This is an optimization exercise on Yosys and OpenROAD, whose aim is small area, a short achievable clock period and few clock cycles per item, not a production implementation. In this exercise RTL edits were held to simulation tests only and were not proved equivalent to the original.

==> flow/design.v (excerpt) <==
module shake256_core (
    input  wire         clk,
    input  wire         rst,         
    input  wire         in_valid,
    output wire         in_ready,
    input  wire [63:0]  in_data,     
    input  wire         in_last,
    input  wire [3:0]   in_nbytes,   
    output wire         done,
    output wire [255:0] digest       
);
clock: 6.5 ns
lec_check: 0
cap_margin: 25
core_margin: 2
core_utilization: 45
cts_cluster_diameter: 120
cts_cluster_size: 16
place_density: 0.7
setup_slack_margin: 3.4
slew_margin: 25
standard.sh (not shown) runs the stock make flow with config.mk's settings and CLKGATE_MAP_FILE= SYNTH_SCRIPT=/design/flow/synth_recipe.tcl, a recipe that flattens the netlist after the stock synthesis.
==> flow/flow/run.sh <==
#!/bin/bash
# Standard ORFS layout with two changes:
# - synthesis maps the logic with flow/abc_map.script (dc2, &dch -f, &nf)
#   in place of ORFS's speed script, for a smaller netlist. Everything else in
#   synthesis (synth_recipe.tcl: no fsm/share passes, flattening, renaming) is
#   the standard flow's own, so registers and their cells are the standard synthesis's.
# - the port buffers that global placement inserts are buf_2 cells.
# Each make run's output goes to its own log here; ORFS's per-step logs are
# under orfs/logs.
set -euo pipefail
W=$(pwd)
{
  cat <<'EOT'
proc abc {args} {
  set i [lsearch -exact $args -script]
  if { $i >= 0 } { set args [lreplace $args $i [expr {$i + 1}] -script $::env(MY_ABC_SCRIPT)] }
  set j [lsearch -exact $args -D]
  if { $j >= 0 } { set args [lreplace $args $j [expr {$j + 1}]] }
  yosys abc {*}$args
}
EOT
  cat synth_recipe.tcl
} > "$W/flow_synth.tcl"
export MY_ABC_SCRIPT="$W/flow/abc_map.script"
bash standard.sh SYNTH_SCRIPT="$W/flow_synth.tcl" synth > "$W/synth_make.log" 2>&1
bash standard.sh "BUFFER_PORTS_ARGS=-buffer_cell sky130_fd_sc_hd__buf_2" finish > "$W/layout_make.log" 2>&1
==> flow/flow/abc_map.script <==
strash
dc2
&get -n
&dch -f
&nf -R 1000
&put
topo
The baseline ran to the end with no violations.
Testbench counts at the start, summed over its fixed seeds: cycles 4,830, items 54.
Edit:
--- a/flow/config.mk
+++ b/flow/config.mk
@@ -8 +8 @@
-export CAP_MARGIN = 25
+export CAP_MARGIN = 30
@@ -13,3 +13,3 @@
-export PLACE_DENSITY = 0.7
-export SETUP_SLACK_MARGIN = 3.4
-export SLEW_MARGIN = 25
+export PLACE_DENSITY = 0.8
+export SETUP_SLACK_MARGIN = 3.5
+export SLEW_MARGIN = 30
Result: Now the flow produced a layout that fails on antenna rules; die area stays the same; global-route usage grows by 0.53 points; design area went up by 4.1%; area after synthesis does not change.
Edit:
--- a/flow/config.mk
+++ b/flow/config.mk
@@ -13 +13 @@
-export PLACE_DENSITY = 0.8
+export PLACE_DENSITY = 0.65
Outcome:
- Now the flow went through all stages and came out clean
- clock-buffer cell count drops by 13
- via count stays flat
- wire length climbs slightly
- worst setup slack gains 0.052 ns
Edit:
--- a/flow/config.mk
+++ b/flow/config.mk
@@ -10 +10 @@
-export CORE_UTILIZATION = 45
+export CORE_UTILIZATION = 55
@@ -13 +12,0 @@
-export PLACE_DENSITY = 0.65
The new run finished clean.
Core utilization is higher by 11 points.
Setup slack loses 0.12 ns.
Area after synthesis does not change.
Design area is lower by 3.0%.
Edit:
--- a/flow/flow/run.sh
+++ b/flow/flow/run.sh
@@ -7,0 +8 @@
+# - timing is repaired once, after global routing, not also after CTS.
@@ -26 +27 @@
-bash standard.sh "BUFFER_PORTS_ARGS=-buffer_cell sky130_fd_sc_hd__buf_2" finish > "$W/layout_make.log" 2>&1
+bash standard.sh "BUFFER_PORTS_ARGS=-buffer_cell sky130_fd_sc_hd__buf_2" SKIP_CTS_REPAIR_TIMING=1 finish > "$W/layout_make.log" 2>&1
--- a/flow/config.mk
+++ b/flow/config.mk
@@ -8 +8 @@
-export CAP_MARGIN = 30
+export CAP_MARGIN = 20
@@ -10 +10 @@
-export CORE_UTILIZATION = 55
+export CORE_UTILIZATION = 45
@@ -14 +14 @@
-export SLEW_MARGIN = 30
+export SLEW_MARGIN = 20
After rerunning: Count of clock-buffer cells in the layout is lower by 8. Wire length is higher by 5.2%. Hold slack degrades by 0.023 ns.
Edit:
--- a/flow/flow/run.sh
+++ b/flow/flow/run.sh
@@ -8 +7,0 @@
-# - timing is repaired once, after global routing, not also after CTS.
@@ -27 +26 @@
-bash standard.sh "BUFFER_PORTS_ARGS=-buffer_cell sky130_fd_sc_hd__buf_2" SKIP_CTS_REPAIR_TIMING=1 finish > "$W/layout_make.log" 2>&1
+bash standard.sh "BUFFER_PORTS_ARGS=-buffer_cell sky130_fd_sc_hd__buf_2" finish > "$W/layout_make.log" 2>&1
--- a/flow/config.mk
+++ b/flow/config.mk
@@ -13 +13 @@
-export SETUP_SLACK_MARGIN = 3.5
+export SETUP_SLACK_MARGIN = 3.3
Result: The changed run completed without violations. Fmax goes down by 2.6%. Worst hold slack gains 0.0042 ns. Cell area falls by 5.7%. Final cell count drops by 2.7%.

==> what the ideal ports hide <==
The flow's constraints put no driver on any port. The routed layouts listed below were extracted and timed again, unchanged, in two steps. Step 1 (the two cells are an assumption about what drives the block):
set clk [get_ports {clk}]
set_driving_cell -lib_cell sky130_fd_sc_hd__clkbuf_16 $clk
set_driving_cell -lib_cell sky130_fd_sc_hd__buf_2 [delete_from_list [all_inputs] $clk]
Step 2 times the ports against the registers' clock, not the clock port: input delays grow and output delays shrink by t, the midpoint of the rising clock arrivals with the driver on. Three values: ideal ports, drivers, drivers and shift; two values: the first two.
run	shift t [ns]	slack for setup (ns)	worst hold slack (ns)	worst setup path at the end
the first run	1.090	3.108 / 3.108 / 2.341	0.510 / 0.510 / 0.510	input to register
the second run	1.107	3.261 / 3.261 / 2.468	0.608 / 0.608 / 0.608	input to register
the third run	1.109	3.313 / 3.254 / 2.371	0.491 / 0.491 / 0.491	input to register
the fourth run	1.081	3.190 / 3.190 / 2.317	0.509 / 0.509 / 0.509	input to register
the fifth run	1.111	3.098 / 3.098 / 2.456	0.486 / 0.486 / 0.486	input to register
the sixth run	1.115	3.007 / 3.007 / 2.058	0.490 / 0.490 / 0.490	input to register
The setup slack of the sixth run, which loses most, moves by 0.000 ns with the drivers and by -0.949 ns with both steps.
